Background: an optimization exercise with open tools, aiming at small area. Do not read the settings as production practice. In this exercise RTL edits were held to simulation tests only and were not proved equivalent to the original.

$ cat flow/design.v
module fl_comp (
    input  wire               clk,
    input  wire               rst,
    input  wire               in_valid,
    output wire               in_ready,
    input  wire               in_start,
    input  wire               in_settle,
    input  wire               in_forced,
    input  wire               in_ff_en,
    input  wire signed [23:0] in_p,
    input  wire        [13:0] in_centre,
    input  wire signed [8:0]  in_code,
    input  wire signed [17:0] in_ffd,
    input  wire signed [23:0] cfg_ki,
    input  wire signed [23:0] cfg_b0,
    input  wire signed [23:0] cfg_b1,
    input  wire signed [23:0] cfg_b2,
    input  wire signed [23:0] cfg_a1,
    input  wire signed [23:0] cfg_a2,
    input  wire        [3:0]  cfg_gsh,
    input  wire        [15:0] cfg_imin,
    input  wire        [15:0] cfg_imax,
    input  wire        [15:0] cfg_dmin,
    input  wire        [15:0] cfg_dmax,
    input  wire        [15:0] cfg_ipre,
    input  wire        [15:0] cfg_ffd_max,
    input  wire               cfg_ovr_int,
    output reg                out_valid,
    output reg         [15:0] out_d,
    output reg                out_dsat_hi,
    output reg                out_dsat_lo,
    output reg                out_hold,
    output reg  signed [17:0] out_x,
    output reg  signed [39:0] out_i
);
    localparam signed [39:0] MAX40 = 40'sh7F_FFFF_FFFF;
    localparam signed [39:0] MIN40 = 40'sh80_0000_0000;
    assign in_ready = 1'b1;
    wire accept = in_valid & ~rst;
    reg        [3:0]  ph;                   
    reg signed [23:0] r_ki, r_b0, r_b1, r_b2, r_a1, r_a2;
    reg        [15:0] r_imin, r_imax, r_dmin, r_dmax;
    reg        [3:0]  g;                    
    reg signed [4:0]  dg;                   
    reg signed [17:0] r_ffd;
    reg signed [17:0] xn;                   
    reg signed [17:0] x2;                   
    reg               st;                   
    reg signed [39:0] y1, y2;               
    reg signed [49:0] acc;
    reg               cl_do, cl_max;        
    wire signed [25:0] ref_f = $signed({12'd0, in_centre}) * 26'sd100
                             + ($signed({{17{in_code[8]}}, in_code}) <<< 8);
    wire signed [25:0] xe    = $signed({{2{in_p[23]}}, in_p}) - ref_f;
    wire signed [17:0] xs    = (xe[25:17] == {9{xe[25]}}) ? xe[17:0]
                             : (xe[25] ? 18'sh2_0000 : 18'sh1_FFFF);
    wire signed [17:0] xv0   = in_start ? 18'sd0 : out_x;
    wire signed [17:0] x0    = in_settle ? xv0 : xs;
    wire hi0 = ~in_start & out_dsat_hi;
    wire lo0 = ~in_start & out_dsat_lo;
    wire ovr = (in_code == 9'sh100) || (in_code == 9'sh0FF);
    wire hold0 = (hi0 && (x0 > 18'sd0)) || (lo0 && (x0 < 18'sd0)) || in_forced
               || (ovr && !cfg_ovr_int);
    wire signed [18:0] fmax  = $signed({3'd0, cfg_ffd_max});
    wire signed [18:0] fd    = $signed({in_ffd[17], in_ffd});
    wire signed [18:0] fd_hi = (fd > fmax) ? fmax : fd;
    wire signed [18:0] fd_cl = (fd_hi < -fmax) ? -fmax : fd_hi;
    wire signed [17:0] ffd0  = (in_ff_en && !in_forced) ? fd_cl[17:0] : 18'sd0;
    wire signed [4:0] dg0 = $signed({1'b0, cfg_gsh}) - $signed({1'b0, g});
    reg signed [39:0] sh_in;
    reg        [4:0]  sh_r;
    reg               sh_sat;
    wire signed [39:0] isum_sat;
    wire signed [39:0] u;
    wire        [15:0] cl_v = cl_max ? r_imax : r_imin;
    always @* begin
        sh_in  = 40'sd0;
        sh_r   = 5'd15;
        sh_sat = 1'b0;
        if (ph == 4'd0) begin
            if (in_start) begin
                sh_in = {16'd0, cfg_ipre, 8'd0};
                sh_r  = 5'd15 - {1'b0, cfg_gsh};
            end else begin
                sh_in  = out_i;
                sh_r   = 5'd15 - dg0;
                sh_sat = ~dg0[4] & (dg0 != 5'sd0);
            end
        end else if (ph == 4'd1 || ph == 4'd2) begin
            sh_in  = st ? 40'sd0 : (ph == 4'd1 ? y1 : y2);
            sh_r   = 5'd15 - dg;
            sh_sat = ~dg[4] & (dg != 5'sd0);
        end else if (ph == 4'd3) begin
            sh_in = isum_sat >>> 8;
            sh_r  = 5'd15 + {1'b0, g};
        end else if (ph == 4'd4) begin
            sh_in = {16'd0, cl_v, 8'd0};
            sh_r  = 5'd15 - {1'b0, g};
        end else begin
            sh_in = u >>> 8;
            sh_r  = 5'd15 + {1'b0, g};
        end
    end
    wire signed [54:0] sh_e   = {sh_in, 15'd0};
    wire signed [54:0] sh_s   = sh_e >>> sh_r;
    wire        [3:0]  sh_l   = 4'd15 - sh_r[3:0];           
    reg                sh_ovf;
    integer k;
    always @* begin
        sh_ovf = 1'b0;
        for (k = 24; k < 39; k = k + 1)
            if (k >= 39 - sh_l && sh_in[k] != sh_in[39]) sh_ovf = 1'b1;
    end
    wire signed [39:0] sh_out = (sh_sat & sh_ovf) ? (sh_in[39] ? MIN40 : MAX40) : sh_s[39:0];
    reg signed [23:0] m_c;          
    reg signed [39:0] m_d;          
    reg        [1:0]  m_j;          
    reg               m_neg;        
    reg        [2:0]  b_sel;        
    always @* begin
        m_c = 24'sd0; m_d = 40'sd0; m_j = 2'd0; m_neg = 1'b0; b_sel = 3'd0;
        case (ph)
            4'd1:  begin m_c = r_ki; m_d = xn; m_j = 2'd0; b_sel = 3'd2; end
            4'd2:  begin m_c = r_ki; m_d = xn; m_j = 2'd1; b_sel = 3'd1; end
            4'd3:  begin m_c = r_a1; m_d = y1; m_j = 2'd0; b_sel = 3'd3; m_neg = 1'b1; end
            4'd4:  begin m_c = r_a2; m_d = y2; m_j = 2'd0; b_sel = 3'd0; m_neg = 1'b1; end
            4'd5:  begin m_c = r_a1; m_d = y1; m_j = 2'd1; b_sel = 3'd1; m_neg = 1'b1; end
            4'd6:  begin m_c = r_a2; m_d = y2; m_j = 2'd1; b_sel = 3'd0; m_neg = 1'b1; end
            4'd7:  begin m_c = r_a1; m_d = y1; m_j = 2'd2; b_sel = 3'd1; m_neg = 1'b1; end
            4'd8:  begin m_c = r_a2; m_d = y2; m_j = 2'd2; b_sel = 3'd0; m_neg = 1'b1; end
            4'd9:  begin m_c = r_b0; m_d = xn; m_j = 2'd0; b_sel = 3'd4; end
            4'd10: begin m_c = r_b1; m_d = st ? 40'sd0 : out_x; m_j = 2'd0; b_sel = 3'd0; end
            4'd11: begin m_c = r_b2; m_d = st ? 40'sd0 : x2;    m_j = 2'd0; b_sel = 3'd0; end
            4'd12: begin m_c = r_b0; m_d = xn; m_j = 2'd1; b_sel = 3'd1; end
            4'd13: begin m_c = r_b1; m_d = st ? 40'sd0 : out_x; m_j = 2'd1; b_sel = 3'd0; end
            4'd14: begin m_c = r_b2; m_d = st ? 40'sd0 : x2;    m_j = 2'd1; b_sel = 3'd0; end
            default: ;
        endcase
    end
    wire [41:0] m_dx = {{2{m_d[39]}}, m_d};
    reg  [14:0] w;
    always @* begin
        case (m_j)
            2'd0:    w = {m_dx[13:0], 1'b0};
            2'd1:    w = m_dx[27:13];
            default: w = m_dx[41:27];
        endcase
    end
    wire signed [15:0] wv = $signed({w[14], w[14:1]}) + $signed({15'd0, w[0]});
    wire signed [39:0] prod = m_c * wv;
    wire signed [39:0] prod_s = m_neg ? -prod : prod;
    reg signed [49:0] base;
    always @* begin
        case (b_sel)
            3'd0:    base = acc;
            3'd1:    base = acc >>> 14;
            3'd2:    base = {{4{out_i[39]}}, out_i, 6'd0};
            3'd3:    base = 50'sd4194303;
            default: base = {acc[37:0], out_d[13:8], 6'd0};
        endcase
    end
    wire signed [49:0] acc_n = base + {{10{prod_s[39]}}, prod_s};
    wire signed [40:0] isum = {acc[32:0], out_d[13:6]};
    assign isum_sat = (isum[40] == isum[39]) ? isum[39:0] : (isum[40] ? MIN40 : MAX40);
    wire [4:0]  s5 = 5'd8 + {1'b0, g};
    reg         rnz;
    always @* begin
        rnz = 1'b0;
        for (k = 0; k < 23; k = k + 1)
            if (k < s5 && isum_sat[k]) rnz = 1'b1;
    end
    wire signed [31:0] q = sh_out[31:0];             
    wire q_gt_max = (q > $signed({16'd0, r_imax})) || ((q == $signed({16'd0, r_imax})) && rnz);
    wire q_lt_min = (q < $signed({16'd0, r_imin}));
    wire signed [44:0] ysum = {acc[36:0], out_d[13:6]};
    wire signed [39:0] y = (ysum[44:39] == {6{ysum[44]}}) ? ysum[39:0] : (ysum[44] ? MIN40 : MAX40);
    wire signed [40:0] usum = {out_i[39], out_i} + {y[39], y};
    assign u = (usum[40] == usum[39]) ? usum[39:0] : (usum[40] ? MIN40 : MAX40);
    wire signed [40:0] dsum = {sh_out[39], sh_out} + {{23{r_ffd[17]}}, r_ffd};
    wire        [15:0] dc   = dsum[40] ? 16'd0 : ((dsum[39:16] != 24'd0) ? 16'hFFFF : dsum[15:0]);
    wire        [15:0] d_hi = (dc > r_dmax) ? r_dmax : dc;
    wire        [15:0] d    = (d_hi < r_dmin) ? r_dmin : d_hi;
    always @(posedge clk) begin
        if (rst) begin
            ph        <= 4'd0;
            out_valid <= 1'b0;
        end else begin
            out_valid <= (ph == 4'd15);
            if (ph != 4'd0) ph <= ph + 4'd1;
            else if (accept) ph <= 4'd1;
        end
        if (ph == 4'd0 && accept) begin
            r_ki <= cfg_ki; r_b0 <= cfg_b0; r_b1 <= cfg_b1; r_b2 <= cfg_b2;
            r_a1 <= cfg_a1; r_a2 <= cfg_a2;
            r_imin <= cfg_imin; r_imax <= cfg_imax;
            r_dmin <= cfg_dmin; r_dmax <= cfg_dmax;
            g   <= cfg_gsh;
            dg  <= dg0;
            r_ffd <= ffd0;
            xn  <= x0;
            st  <= in_start;
            out_hold <= hold0;
            out_i <= sh_out;
        end
        if (ph != 4'd0)
            acc <= acc_n;
        if (ph == 4'd2 || ph == 4'd5 || ph == 4'd7 || ph == 4'd12)
            out_d[13:0] <= acc[13:0];
        if (ph == 4'd1) y1 <= sh_out;
        if (ph == 4'd2) y2 <= sh_out;
        if (ph == 4'd3) begin
            if (!out_hold) out_i <= isum_sat;
            cl_do  <= q_gt_max | q_lt_min;
            cl_max <= q_gt_max & ~(r_imax < r_imin);
        end
        if (ph == 4'd4 && !out_hold && cl_do) out_i <= sh_out;
        if (ph == 4'd15) begin
            y1 <= y;
            y2 <= y1;
            x2 <= st ? 18'sd0 : out_x;
            out_x <= xn;
            out_d <= d;
            out_dsat_hi <= (dc >= r_dmax);
            out_dsat_lo <= (dc <= r_dmin);
        end
    end
endmodule
$ cat flow/run.sh
#!/bin/bash
# synth_recipe.tcl (not shown) runs the flow's synth.tcl, then flattens the netlist and writes it again
# the make line also repeats each setting of config.mk as NAME=value (left out here)
make -C /OpenROAD-flow-scripts/flow DESIGN_CONFIG=/design/flow/config.mk WORK_HOME=/design/flow/orfs CLKGATE_MAP_FILE= SYNTH_SCRIPT=/design/flow/synth_recipe.tcl finish
$ cat flow/config.mk
export PLATFORM = sky130hd
export DESIGN_NAME = fl_comp
export DESIGN_NICKNAME = fl_comp
export VERILOG_FILES = /design/flow/design.v
export SDC_FILE = /design/flow/constraint.sdc
export NUM_CORES = 4
export LEC_CHECK = 0
export ABC_AREA = 1
export CAP_MARGIN = 20
export CORE_MARGIN = 2
export CORE_UTILIZATION = 40
export SLEW_MARGIN = 20
$ cat flow/constraint.sdc
create_clock -name core_clock -period 45.0 [get_ports {clk}]
set_input_delay 9.0000 -clock core_clock [delete_from_list [all_inputs] [get_ports {clk}]]
set_output_delay 9.0000 -clock core_clock [all_outputs]
set_load 0.01 [all_outputs]
==> results.txt <==
-- metal layers --
| layer | wire (µm) | vias to the layer above | part of all wire | global-route usage |
|---|---|---|---|---|
| met5 | 40 | - | 0.00016 | 0 |
| met4 | 15300 | 6 | 0.061 | 0.173 |
| met3 | 23700 | 569 | 0.094 | 0.0617 |
| met2 | 109000 | 2908 | 0.43 | 0.543 |
| met1 | 104000 | 26200 | 0.41 | 0.465 |
| li1 | - | 25100 | - | - |
-- cells in the mapped netlist (all sizes together), types with 4 or more instances --
cell type / n / area [µm²]
a2111oi: 4 / 35.0
a211oi: 29 / 218
a21boi: 14 / 109
a21o: 21 / 158
a21oi: 524 / 2640
a221oi: 44 / 385
a22o: 13 / 114
a22oi: 15 / 113
a31oi: 32 / 200
a32o: 4 / 40.0
a41oi: 5 / 43.8
and2: 5 / 31.3
and3: 5 / 31.3
buf: 60 / 314
clkbuf: 202 / 758
clkinv: 9 / 33.8
dfxtp: 45 / 901
edfxtp: 441 / 13200
fa: 365 / 7310
ha: 449 / 5620
inv: 1250 / 4690
nand2: 1816 / 6890
nand3: 484 / 2450
nand3b: 10 / 75.1
nand4: 55 / 344
nor2: 580 / 2210
nor3: 56 / 312
nor4: 32 / 215
o2111ai: 12 / 105
o211ai: 25 / 188
o21a: 14 / 105
o21ai: 495 / 2490
o21bai: 30 / 225
o221ai: 25 / 219
o22ai: 18 / 113
o31ai: 28 / 210
o32ai: 11 / 96.3
or2: 20 / 125
xnor2: 88 / 778
xor2: 136 / 1200
-- final timing paths --
path | from | end | slack (ns) | depth (start not counted)
max | cfg_gsh[2] | out_d[10] | 23.67 | 56
min reg2reg | xn[17] | out_x[17] | 0.47 | 0
min | xn[17] | out_x[17] | 0.47 | 0
max reg2reg | acc[32] | out_d[10] | 29.34 | 70
-- stage by stage --
stage | worst slack (ns) | hold slack, ns | instances | instance area, µm²
after floorplan | 27.74 | 0.426 | 7486 | 55500
after global placement | 23.21 | 0.450 | 9505 | 61400
after detailed placement | 23.38 | 0.459 | 9505 | 61400
after CTS | 24.10 | 0.473 | 9616 | 63300
after global routing | 22.66 | 0.488 | 9617 | 63300
final | 23.67 | 0.470 | 9620 | 63300
-- worst reg2reg max path, delay by kind of cell (launching register included) --
kind | cells | cell delay (ns)
adders and majority gates | 5 | 1.87
buffers and inverters | 8 | 1.53
DFF | 1 | 0.54
AOI/OAI and AO/OA | 10 | 3.38
and+or+nand+nor | 47 | 8.20
-- kinds of logic (layout without fill, tap and decap cells) --
family	after synthesis	after routing	share of synthesized area
fa+ha+maj	814	814	0.233
compound gates	1374	1374	0.143
simple gates	3066	3066	0.229
flops	486	486	0.255
buf+inv	1521	1857	0.105
xor+xnor	224	224	0.0356
other cells	1	5	0.0000676
-- cell type report --
type                            count  area, µm²  share of cell area
Clock inverter                     38        322             0.00508
Clock buffer                       73       1560              0.0247
Tap cell                         1794       2240              0.0355
Multi-Input combinational cell   5479      35600               0.563
Sequential cell                   486      14100               0.224
Timing Repair Buffer              487       4640              0.0734
Antenna cell                        4       10.0            0.000158
Inverter                         1259       4730              0.0747
-- state kept, by name, summed over array words and instances (netlist names), 24 cells and up --
signal  flops
r_a2       24
r_b0       24
y1         40
acc        50
y2         40
r_b1       24
r_ki       24
r_b2       24
out_i      40
r_a1       24
==> flow_metrics.tcl <==
set metrics [dict create \
    synth_edf_count 441 \
    vias 54800 \
    nets 8903 \
    rsz0062_at_grt "no" \
    syn_inst 7486 \
    period_minus_slack_ns 21.33 \
    maxCapViolations 0 \
    end_kind "flip-flop" \
    grt_pass1_vias 53100 \
    cts_root_buf "clkbuf_16" \
    die_y_um 376 \
    yosysUniqueCellTypes 73 \
    final_common_cell "nand2_1" \
    die_area_um2 142000 \
    setup_tns_ns 0 \
    place_hpwl_um 205000 \
    drc 0 \
    drt-total-wl_um 252000 \
    final_util 0.460 \
    cts_inserted_buffers 59 \
    cts.path.max_buffers 3 \
    drive_gt1_frac 0.0372 \
    gp_congestion 1.09 \
    slowest_stage "nand2_1" \
    syn_nets 8617 \
    layout_common_cells "nand2_1, inv_1, nor2_1, a21oi_1, nand3_1" \
    cts_hold_buf 0 \
    fmax_mhz 46.9 \
    dr.pass1.iters 6 \
    critPathLaunchType "primary input" \
    gr-total-overflow 0 \
    drtAntennaViolNets 0 \
    antenna_found_initial 7 \
    die_x_um 376 \
    cp.required_ns 45.55 \
    top_level_ports 396 \
    synth_ff_type "edfxtp_1" \
    initialDrtViolationCount 6795 \
    grt_pass1_wl_um 363000 \
    h-tree-depth 2 \
    rows 136 \
    numPortBuffers 394 \
    status "complete, no violations" \
    netlist_area_um2 55500 \
    avgViaCountPerCell 5.70 \
    crit_top_cell "nand2_1" \
    cts_tree "yes" \
    areaGrowthSynthToFinish_pct 14.1 \
    cp_top_family "simple AND/OR/NAND/NOR gates" \
    tightest_slew_ns 1.32 \
    clk_latency_ns 0.69 \
    grt_max_degree 83 \
    cp.arrival_ns 21.88 \
    yosysWarningCount 1 \
    clock-sinks 486 \
    core-area_um2 137000 \
    cts_resized 0 \
    ys_seq_area_frac 0.255 \
    async_reset_ff_frac 0 \
    hp-class "reg -> reg" \
    cpPeakStageDelay_ns 0.99 \
    wire_per_inst_um 26.2 \
    setup-violations-final 0 \
    syn_area_per_cell_um2 7.41 \
    synth_seq_cells 486 \
    cp_max_fo 40 \
    clk_pin_slew_ns 0.06 \
    finalMaxSlewViolations 0 \
    critPathKind "in -> reg" \
    critPathBufInv 8 \
    start_util 0.403 \
    relSlewSlack 0.117 \
    skew_ns 0.0444 \
    post-cts-setup-buffers 0 \
    post-route-period-util 0.474 \
    hold_viol_final 0 \
    num-fill-cells 14000 \
    grt.total_usage 0.348 \
]

port drivers added, routing unchanged:
The results above use ideal ports. As a check the final layout listed here was re-extracted and re-timed, cells and wires unchanged. Step 1: set_driving_cell puts a clkbuf_16 on clk and a buf_2 on each other input, an assumption about the parent block. Step 2, shift: input delay + t, output delay - t, t = (earliest + latest rising clock arrival at the registers) / 2. This alone moves slack from input paths to output paths. a / b / c = no drivers / after step 1 / after step 2; a / b = the first two.
t, ns: 0.741
setup WS [ns]: 23.672 / 23.708 / 22.967
worst setup path at the end: input to register
After both steps setup and hold are still met in this run. The setup slack of this run moves by +0.036 ns with the drivers and by -0.705 ns with both steps.
